This design comes from an exercise in tuning for small area, a short achievable clock period and few clock cycles per item on the open sky130 flow, not from production work.
In this exercise RTL edits were held to simulation tests only and were not proved equivalent to the original.

==> flow/design.v (excerpt) <==
module fliax_group_dot (
    input  wire         clk,
    input  wire         rst,
    input  wire         in_valid,
    output wire         in_ready,
    input  wire [127:0] a,
    input  wire [127:0] b,
    input  wire [31:0]  c,
    output reg          out_valid,
    output reg  [31:0]  out_result,
    output reg  [3:0]   out_flags
);
    localparam [31:0] CNAN = 32'h7FC0_0000;
    assign in_ready = 1'b1;
    function [9:0] rca10(input [9:0] x, input [9:0] y, input ci);
        reg cy;
        integer i;
        begin
            cy = ci;
            for (i = 0; i < 10; i = i + 1) begin
                rca10[i] = x[i] ^ y[i] ^ cy;
                cy = (x[i] & y[i]) | (x[i] & cy) | (y[i] & cy);
            end
        end
    endfunction
    function [79:0] incr(input [79:0] x, input inc);
        reg [79:0] p;
        integer l, i, jj;
        begin
            p = x;
            for (l = 0; l < 7; l = l + 1)
                for (i = 79; i >= 0; i = i - 1)
                    if (i & (1 << l)) begin
                        jj = ((i >> l) << l) - 1;
                        p[i] = p[i] & p[jj];
                    end
            incr[0] = x[0] ^ inc;
            for (i = 1; i < 80; i = i + 1)
                incr[i] = x[i] ^ (inc & p[i-1]);
        end
    endfunction
    function [3:0] msb7p1(input [6:0] x);
        begin
            casez (x)
                7'b1??????: msb7p1 = 4'd7;
                7'b01?????: msb7p1 = 4'd6;
                7'b001????: msb7p1 = 4'd5;
                7'b0001???: msb7p1 = 4'd4;
                7'b00001??: msb7p1 = 4'd3;
                7'b000001?: msb7p1 = 4'd2;
                default:    msb7p1 = 4'd1;
            endcase
        end
    endfunction
    function [2:0] tzc8(input [7:0] x);
        begin
            casez (x)
                8'b???????1: tzc8 = 3'd0;
                8'b??????10: tzc8 = 3'd1;
                8'b?????100: tzc8 = 3'd2;
                8'b????1000: tzc8 = 3'd3;
                8'b???10000: tzc8 = 3'd4;
                8'b??100000: tzc8 = 3'd5;
                8'b?1000000: tzc8 = 3'd6;
                default:     tzc8 = 3'd7;
            endcase
        end
    endfunction
  ...
Settings: LEC_CHECK=0, CAP_MARGIN=20, CORE_MARGIN=2, CORE_UTILIZATION=55, PLACE_DENSITY=0.65, SLEW_MARGIN=20, SYNTH_HIERARCHICAL=1; clock period 90.0 ns.
standard.sh (not shown) runs the stock make flow with config.mk's settings and CLKGATE_MAP_FILE= SYNTH_SCRIPT=/design/flow/synth_recipe.tcl, a recipe that flattens the netlist after the stock synthesis.
==> flow/flow/run.sh <==
#!/bin/bash
# The standard layout (the standard.sh, standard synthesis included), with
# one change: the port buffers that global placement inserts are buf_2 cells
# instead of the default clkdlybuf4s50_1 delay cells.  The whole output of the
# ORFS run goes to standard.log; ORFS's per-step logs stay under orfs/logs.
set -euo pipefail
bash standard.sh 'BUFFER_PORTS_ARGS=-buffer_cell sky130_fd_sc_hd__buf_2' finish > standard.log 2>&1
The starting point finished clean.
Testbench counts at the start, summed over its fixed seeds: cycles 16,032, items 16,000.
Rerun with:
--- a/flow/design.v
+++ b/flow/design.v
@@ -375,23 +375,23 @@
         a0 <= a;
         for (k0 = 0; k0 < 8; k0 = k0 + 1)
             a0[16*k0+15] <= a[16*k0+15] ^ b[16*k0+15];
         b0 <= b;
         c0 <= c;
     end
     wire [8:0] t_nan, t_inf, t_sign, t_nz, t_neg, t_cor;
     wire [7:0] t_zinf;
     wire [9:0] t_Tu [0:8];
     wire [9:0] t_Q  [0:8];
     wire [4:0] t_tz [0:8];
-    wire [15:0] t_p [0:7];      
+    wire [15:0] t_p [0:7];
     wire [23:0] t_mc;
     genvar gi;
     generate
         for (gi = 0; gi < 8; gi = gi + 1) begin : g_prod
             wire [15:0] xa = a0[16*gi +: 16];
             wire [15:0] xb = b0[16*gi +: 16];
             wire [7:0]  ea = xa[14:7];
             wire [7:0]  eb = xb[14:7];
             wire [6:0]  fa = xa[6:0];
             wire [6:0]  fb = xb[6:0];
             wire ha = |ea;
@@ -411,25 +411,26 @@
             assign t_nz[gi]   = ~a_zero & ~b_zero;
             assign t_neg[gi]  = t_sign[gi] & t_nz[gi];
             wire [7:0] ma = {ha, fa};
             wire [7:0] mb = {hb, fb};
             wire [9:0] eaf = {2'b0, ea[7:1], ea[0] | ~ha};
             wire [9:0] ebf = {2'b0, eb[7:1], eb[0] | ~hb};
             wire [2:0] lza = ha ? 3'd0 : 3'd7 - msb7p1(fa[6:0]) + 3'd1;
             wire [2:0] lzb = hb ? 3'd0 : 3'd7 - msb7p1(fb[6:0]) + 3'd1;
             wire [3:0] lzab = {1'b0, lza} + {1'b0, lzb};
             wire [15:0] pn;
             fliax_gd_mul8 u_mul (.x(ma), .y(mb), .pn(pn));
-            wire [15:0] pnl = pn << lzab;
-            assign t_p[gi]   = pn;           
-            assign t_cor[gi] = pnl[15];
+            wire [15:0] p = ~pn;
+            wire [15:0] pl = p << lzab;
+            assign t_p[gi]   = p;
+            assign t_cor[gi] = ~pl[15];
             wire [8:0] qs;
             fliax_gd_rca #(.W(8)) u_q (.x(eaf[7:0]), .y(ebf[7:0]), .s(qs));
             assign t_Q[gi]   = {1'b0, qs};
             assign t_Tu[gi]  = t_nz[gi] ? (eaf + ebf + {6'd0, 4'd15 - lzab}) : 10'd0;
             assign t_tz[gi]  = {2'd0, tzc8(ma)} + {2'd0, tzc8(mb)};
         end
     endgenerate
     wire [7:0]  ec = c0[30:23];
     wire [22:0] fc = c0[22:0];
     wire hc = |ec;
     assign t_nan[8]  = (&ec) & |fc;
@@ -477,56 +478,56 @@
             assign t_sh[gi]     = d[6:0] | {7{far}};
             assign t_sticky[gi] = t_nz[gi] & (far | gg | (~corr & (&cp)));
         end
     endgenerate
     wire any_nan  = |t_nan;
     wire any_zinf = |t_zinf;
     wire pos_inf  = |(t_inf & ~t_sign);
     wire neg_inf  = |(t_inf & t_sign);
     wire all_zero = ~|t_nz;
     wire all_negz = all_zero & (&t_sign);
     reg         v1;
-    reg [15:0]  p1 [0:7];       
+    reg [15:0]  p1 [0:7];
     reg [23:0]  mc1;
     reg [6:0]   sh1 [0:8];
     reg [8:0]   neg1;
     reg         cor1;
     reg [9:0]   emax1;
     reg         gst1;
     reg         nan1, inv1, inf1, infs1, zero1, zs1;
     always @(posedge clk) begin
         v1 <= ~rst & v0;
         for (k = 0; k < 8; k = k + 1)
-            p1[k] <= t_p[k];
-        mc1 <= t_mc;
+            p1[k] <= t_p[k] ^ {16{t_neg[k]}};
+        mc1 <= t_mc ^ {24{t_neg[8]}};
         for (k = 0; k < 9; k = k + 1)
             sh1[k] <= t_sh[k];
         neg1  <= t_neg;
         cor1  <= corr;
         emax1 <= emax;
         gst1  <= |t_sticky;
         nan1  <= any_nan | any_zinf | (pos_inf & neg_inf);
         inv1  <= any_zinf | (~any_nan & pos_inf & neg_inf);
         inf1  <= pos_inf | neg_inf;
         infs1 <= neg_inf;
         zero1 <= all_zero;
         zs1   <= all_negz;
     end
     wire [72:0] r [0:8];
     generate
         for (gi = 0; gi < 8; gi = gi + 1) begin : g_win
-            wire [71:0] w  = align16(p1[gi], 1'b1, sh1[gi], cor1) ^ {72{~neg1[gi]}};
+            wire [71:0] w  = align16(p1[gi], neg1[gi], sh1[gi], cor1);
             assign r[gi] = {(gi == 0) ? neg1[gi] : ~neg1[gi], w};
         end
     endgenerate
-    assign r[8] = {~neg1[8], align24(mc1, 1'b0, sh1[8], cor1) ^ {72{neg1[8]}}};
+    assign r[8] = {~neg1[8], align24(mc1, neg1[8], sh1[8], cor1)};
     wire [72:0] l1as, l1bs, l1cs, l2as, l2bs, l3as, l4as;
     wire [73:1] l1ac, l1bc, l1cc, l2ac, l2bc, l3ac, l4ac;
     fliax_gd_csa u_l1a (.x(r[0]), .y(r[1]), .z(r[2]), .s(l1as), .c(l1ac));
     fliax_gd_csa u_l1b (.x(r[3]), .y(r[4]), .z(r[5]), .s(l1bs), .c(l1bc));
     fliax_gd_csa u_l1c (.x(r[6]), .y(r[7]), .z(r[8]), .s(l1cs), .c(l1cc));
     fliax_gd_csa u_l2a (.x(l1as), .y({l1ac[72:1], neg1[0]}), .z(l1bs), .s(l2as), .c(l2ac));
     fliax_gd_csa u_l2b (.x({l1bc[72:1], neg1[1]}), .y(l1cs), .z({l1cc[72:1], neg1[2]}), .s(l2bs), .c(l2bc));
     fliax_gd_csa u_l3a (.x(l2as), .y({l2ac[72:1], neg1[3]}), .z(l2bs), .s(l3as), .c(l3ac));
     fliax_gd_csa u_l4a (.x(l3as), .y({l3ac[72:1], neg1[5]}), .z({l2bc[72:1], neg1[4]}), .s(l4as), .c(l4ac));
     wire [72:0] slo;
     wire        sco;
Result: Cell count grows by about 5%; utilization stays flat; clock skew shrinks by 0.048 ns; fmax grows by 0.41%; via count grows by about 6%.
Testbench counts after the change, summed over its fixed seeds: cycles 16,032, items 16,000.

-- re-timing with driven ports --
The flow's constraints put no driver on any port. The routed layouts listed below were extracted and timed again, unchanged, in two steps.
Step 1 (the two cells are an assumption about what drives the block):
set clk [get_ports {clk}]
set_driving_cell -lib_cell sky130_fd_sc_hd__clkbuf_16 $clk
set_driving_cell -lib_cell sky130_fd_sc_hd__buf_2 [delete_from_list [all_inputs] $clk]
Step 2, shift: input delay + t, output delay - t, t = (earliest + latest rising clock arrival at the registers) / 2. This alone moves slack from input paths to output paths.
Slacks: ideal / step 1 / step 2; pairs: ideal / step 1.
| run | shift t [ns] | slack for setup (ns) | worst setup path at the end | clock arrival spread, ns |
|---|---|---|---|---|
| the first run | 0.856 | 70.728 / 70.635 / 71.491 | register to output | 0.123 / 0.124 |
| the second run | 0.822 | 70.808 / 70.717 / 71.539 | register to output | 0.074 / 0.075 |
After both steps setup and hold are still met in every run listed.
